This design comes from an exercise in tuning for small area, a short achievable clock period and few clock cycles on the open sky130 flow, not from production work.
Only simulation tests tie the RTL to the original design; equivalence was not proved.
Power and IR drop assume default switching activity.

job 149:
## stripe_engine
module stripe_engine (
  input  wire        clk,
  input  wire        rst,
  input  wire        cmd_valid,
  output wire        cmd_ready,
  input  wire [5:0]  cmd_k,
  input  wire [1:0]  cmd_m,
  input  wire [34:0] cmd_lost,
  input  wire [9:0]  cmd_cols,
  input  wire        in_valid,
  output wire        in_ready,
  input  wire [31:0] in_data,
  output wire        out_valid,
  input  wire        out_ready,
  output wire [31:0] out_data,
  output wire [5:0]  out_member,
  output wire        out_last
);
Settings: LEC_CHECK=0, ABC_AREA=1, ABC_CLOCK_PERIOD_IN_PS=2000, CAP_MARGIN=50, CORE_MARGIN=2, CORE_UTILIZATION=70, CTS_BUF_LIST=sky130_fd_sc_hd__clkbuf_8 sky130_fd_sc_hd__clkbuf_16, CTS_CLUSTER_DIAMETER=60, CTS_CLUSTER_SIZE=20, SETUP_SLACK_MARGIN=5, SLEW_MARGIN=50; clock period 10.0 ns.
standard.sh (not shown) runs the stock make flow with config.mk's settings and CLKGATE_MAP_FILE= SYNTH_SCRIPT=/design/flow/synth_recipe.tcl, a recipe that flattens the netlist after the stock synthesis.
==> flow/flow/run.sh <==
#!/bin/bash
set -euo pipefail
bash standard.sh "BUFFER_PORTS_ARGS=-buffer_cell sky130_fd_sc_hd__buf_2" finish > orfs_make.log 2>&1
Testbench counts of job 149, summed over its fixed seeds: cycles 148,484.
The inputs of job 6244 differ from those of job 149 as listed below.
--- a/flow/design.v
+++ b/flow/design.v
@@ -95,17 +95,16 @@
   reg         plost;            
   reg         p0, p1;           
   reg         ald;              
   reg         sfu;              
   reg  [2:0]  used;             
   reg         first;            
   reg  [4:0]  l0, l1, l2;       
   reg  [1:0]  ecnt;             
-  reg  [4:0]  zd01, zd02, zd12;  
   reg         scf, scpf;        
   reg  [31:0] A0, A1, A2;
   reg         op_v;
   reg  [1:0]  op_dst;
   reg         op_wr, op_emit, op_last;
   reg  [5:0]  op_mem;
   reg  [7:0]  mc_r;             
   reg  [2:0]  op_src;           
@@ -273,28 +272,31 @@
   wire       z_ed    = (e_n != 2'd0) && !dskip_n;
   wire [2:0] z_pt    = (e_n == 2'd0) ? (lp & 3'b110) : lp;
   wire [1:0] z_ej    = {1'b0, (e_n != 2'd0) && z_pt[0]};
   wire [OPW-1:0] dcur = dec(ed, ei, ptodo, ej, e, ra, rb, dlen, {1'b0, klast} + 6'd1, l0, l1, l2);
   wire [OPW-1:0] dnxt = dec(s_ed, s_ei, s_pt, s_ej, e, ra, rb, dlen, {1'b0, klast} + 6'd1, l0, l1, l2);
   wire [3:0] dlen_n = (e_n == 2'd1) ? 4'd1 : (e_n == 2'd2) ? ((ra == 2'd0 && rb == 2'd1) ? 4'd4 : 4'd5) : 4'd12;
   wire [OPW-1:0] dst0 = dec(z_ed, 4'd0, z_pt, z_ej, e_n, ra, rb, dlen_n, {1'b0, klast} + 6'd1, l0, l1, l2);
   wire [4:0] cq   = (sp_q == 2'd0) ? l0 : (sp_q == 2'd1) ? l1 : (sp_q == 2'd2) ? l2 : klast;
-  wire [4:0] czd  = (sp_q == 2'd0) ? zd01 : (sp_q == 2'd1) ? zd02 : zd12;
+  wire [4:0] cda  = (sp_q == 2'd2) ? l1 : l0;
+  wire [4:0] cdb  = (sp_q == 2'd0) ? l1 : l2;
+  wire [4:0] czd  = cdb - cda;
   wire [7:0] cpn  = (sp_f == 2'd0) ? gpos(cq) : gneg(cq);
   wire [7:0] cval = (sp_f == 2'd3) ? 8'h01 : (sp_f == 2'd2) ? zinv(czd) : sp_sq ? gsq(cpn) : cpn;
   wire [7:0] yk   = gpos(klast);
   wire [7:0] ycoef = (np == 2'd2) ? gsq(yk) : yk;
   wire [31:0] m_a    = ({32{ms_r[0]}} & A0) | ({32{ms_r[1]}} & A1) | ({32{ms_r[2]}} & A2);
   wire [7:0]  m_c    = mc_r;
   wire [31:0] m_d    = (op_dst == 2'd0) ? A0 : (op_dst == 2'd1) ? A1 : A2;
   wire [31:0] m_x    = gmul4(m_a, m_c) ^ (macc_r ? m_d : 32'h0) ^ (mxin_r ? in_data : 32'h0);
+  wire        op_ewr  = op_emit && (op_wd != 3'b000);
   wire        op_hold = op_emit && ov;
-  wire        op_go  = op_v && (!op_hold || out_ready);
-  wire [2:0]  op_wgo = {3{op_v}} & op_wd & {3{!op_hold || out_ready}};
+  wire        op_go  = op_v && (op_ewr ? !ov : (!op_hold || out_ready));
+  wire [2:0]  op_wgo = {3{op_v && !(op_ewr && ov)}} & op_wd;
   wire        load   = start || (op_go && !op_last);
   wire        wload  = adv && !op_v && !lastpos && has_np && (ald || inpar);   
   wire        opv_n   = load || (op_v && !op_go);
   wire        ov_n    = (op_go && op_emit) || sc || (ov && !out_ready);
   wire        pe0_n   = start ? (e == 2'd0) : pe0;
   reg  [1:0]  st_n;
   reg  [4:0]  pos_n;
   reg         inpar_n, plost_n, p0_n;
@@ -416,19 +418,16 @@
       end
     end
     if (start) begin
       elast <= lastcol;
       pe0   <= (e == 2'd0);
     end
     scf    <= wsc;
     scpf   <= adv ? wscp_a : wscp_c;
-    zd01   <= l1 - l0;
-    zd02   <= l2 - l0;
-    zd12   <= l2 - l1;
     ms_r   <= ms_n;
     macc_r <= macc_n;
     mxin_r <= mxin_n;
     if (load)
       mc_r <= cval;
     else if (wload)
       mc_r <= ycoef;
     if (op_wgo[0])
### Flow results
Of job 149 and job 6244, the higher share of total power in the clock network belongs to job 149. Proportion of layout cells with a drive suffix above 1: job 6244 > job 149. Of job 149 and job 6244, job 149 shows the lower largest net degree at the start of global routing, with job 6244 above it. Per the comparison of job 6244 with job 149, register area went down; average cell area after synthesis saw an increase; post-placement cell count has decreased; number of logic stages on the critical path including buffering shows an increase of 3; depth of the worst register-to-register path now larger.
Testbench counts of job 6244, summed over its fixed seeds: cycles 149,204.


RTL: one of the versions met above, not the one the previous note started from.
For scale: ~130 I/O pins, about 0.025 sq mm of cells after synthesis.
==> flow/config.mk <==
export PLATFORM = sky130hd
export DESIGN_NAME = stripe_engine
export DESIGN_NICKNAME = stripe_engine
export VERILOG_FILES = /design/flow/design.v
export SDC_FILE = /design/flow/constraint.sdc
export NUM_CORES = 8
export LEC_CHECK = 0
export ABC_AREA = 1
export ABC_CLOCK_PERIOD_IN_PS = 2000
export CAP_MARGIN = 65
export CORE_MARGIN = 2
export CORE_UTILIZATION = 70
export CTS_BUF_LIST = sky130_fd_sc_hd__clkbuf_8 sky130_fd_sc_hd__clkbuf_16
export CTS_CLUSTER_DIAMETER = 50
export CTS_CLUSTER_SIZE = 15
export SETUP_SLACK_MARGIN = 5
export SLEW_MARGIN = 65
==> flow/constraint.sdc <==
create_clock -name core_clock -period 10.0 [get_ports {clk}]
set_input_delay 2.0000 -clock core_clock [delete_from_list [all_inputs] [get_ports {clk}]]
set_output_delay 2.0000 -clock core_clock [all_outputs]
set_load 0.01 [all_outputs]
Scripts as last shown in full above: flow/flow/run.sh
The baseline finished clean.
Testbench counts at the start, summed over its fixed seeds: cycles 149,204.
Next try:
--- a/flow/design.v
+++ b/flow/design.v
@@ -285,16 +285,15 @@
   wire [7:0] yk   = gpos(klast);
   wire [7:0] ycoef = (np == 2'd2) ? gsq(yk) : yk;
   wire [31:0] m_a    = ({32{ms_r[0]}} & A0) | ({32{ms_r[1]}} & A1) | ({32{ms_r[2]}} & A2);
   wire [7:0]  m_c    = mc_r;
   wire [31:0] m_d    = (op_dst == 2'd0) ? A0 : (op_dst == 2'd1) ? A1 : A2;
   wire [31:0] m_x    = gmul4(m_a, m_c) ^ (macc_r ? m_d : 32'h0) ^ (mxin_r ? in_data : 32'h0);
-  wire        op_ewr  = op_emit && (op_wd != 3'b000);
   wire        op_hold = op_emit && ov;
-  wire        op_go  = op_v && (op_ewr ? !ov : (!op_hold || out_ready));
-  wire [2:0]  op_wgo = {3{op_v && !(op_ewr && ov)}} & op_wd;
+  wire        op_go  = op_v && (!op_hold || out_ready);
+  wire [2:0]  op_wgo = {3{op_v}} & op_wd & {3{!op_hold || out_ready}};
   wire        load   = start || (op_go && !op_last);
   wire        wload  = adv && !op_v && !lastpos && has_np && (ald || inpar);   
   wire        opv_n   = load || (op_v && !op_go);
   wire        ov_n    = (op_go && op_emit) || sc || (ov && !out_ready);
   wire        pe0_n   = start ? (e == 2'd0) : pe0;
   reg  [1:0]  st_n;
Clock skew decreases by 16 ps.
Core utilization increases by 0.24 points.
Count of clock-buffer cells in the layout decreases by 8.
Cell count increases by 0.70%.
Via count hardly moves.
First-iteration DRC count decreases by 3.5%.
Wire length decreases by 3.4%.
Sequential power barely changes.
Hold slack degrades by 8.3 ps.
Critical path depth decreases by 5.
Testbench counts after the change, summed over its fixed seeds: cycles 148,484.

afterwards: timing with drivers on the ports:
How much do the figures lean on ideal ports? The routed layouts below were timed once more, with nothing changed but the port constraints.
Step 1 assumes that a clkbuf_16 drives the clock port and a buf_2 every other input.
Step 2, shift: input delay + t, output delay - t, t = (earliest + latest rising clock arrival at the registers) / 2. This alone moves slack from input paths to output paths.
a / b / c = ideal ports / drivers / drivers and shift; a / b = the first two.
run	t, ns	setup slack, ns	worst hold slack (ns)	latest minus earliest clock arrival (ns)	pins driven straight from the clock port
job 149	0.685	5.984 / 5.984 / 5.348	0.514 / 0.514 / 0.514	0.043 / 0.043	1
job 6244	0.657	6.009 / 6.009 / 5.680	0.502 / 0.502 / 0.502	0.039 / 0.039	1
the first run of note 2	0.635	6.147 / 6.147 / 5.608	0.493 / 0.493 / 0.493	0.045 / 0.046	1
the second run of note 2	0.665	6.073 / 6.107 / 5.441	0.485 / 0.485 / 0.485	0.029 / 0.029	1
After both steps setup and hold are still met in every run listed. For job 149, which loses most, drivers alone change the setup slack by 0.000 ns; drivers and shift together by -0.636 ns.
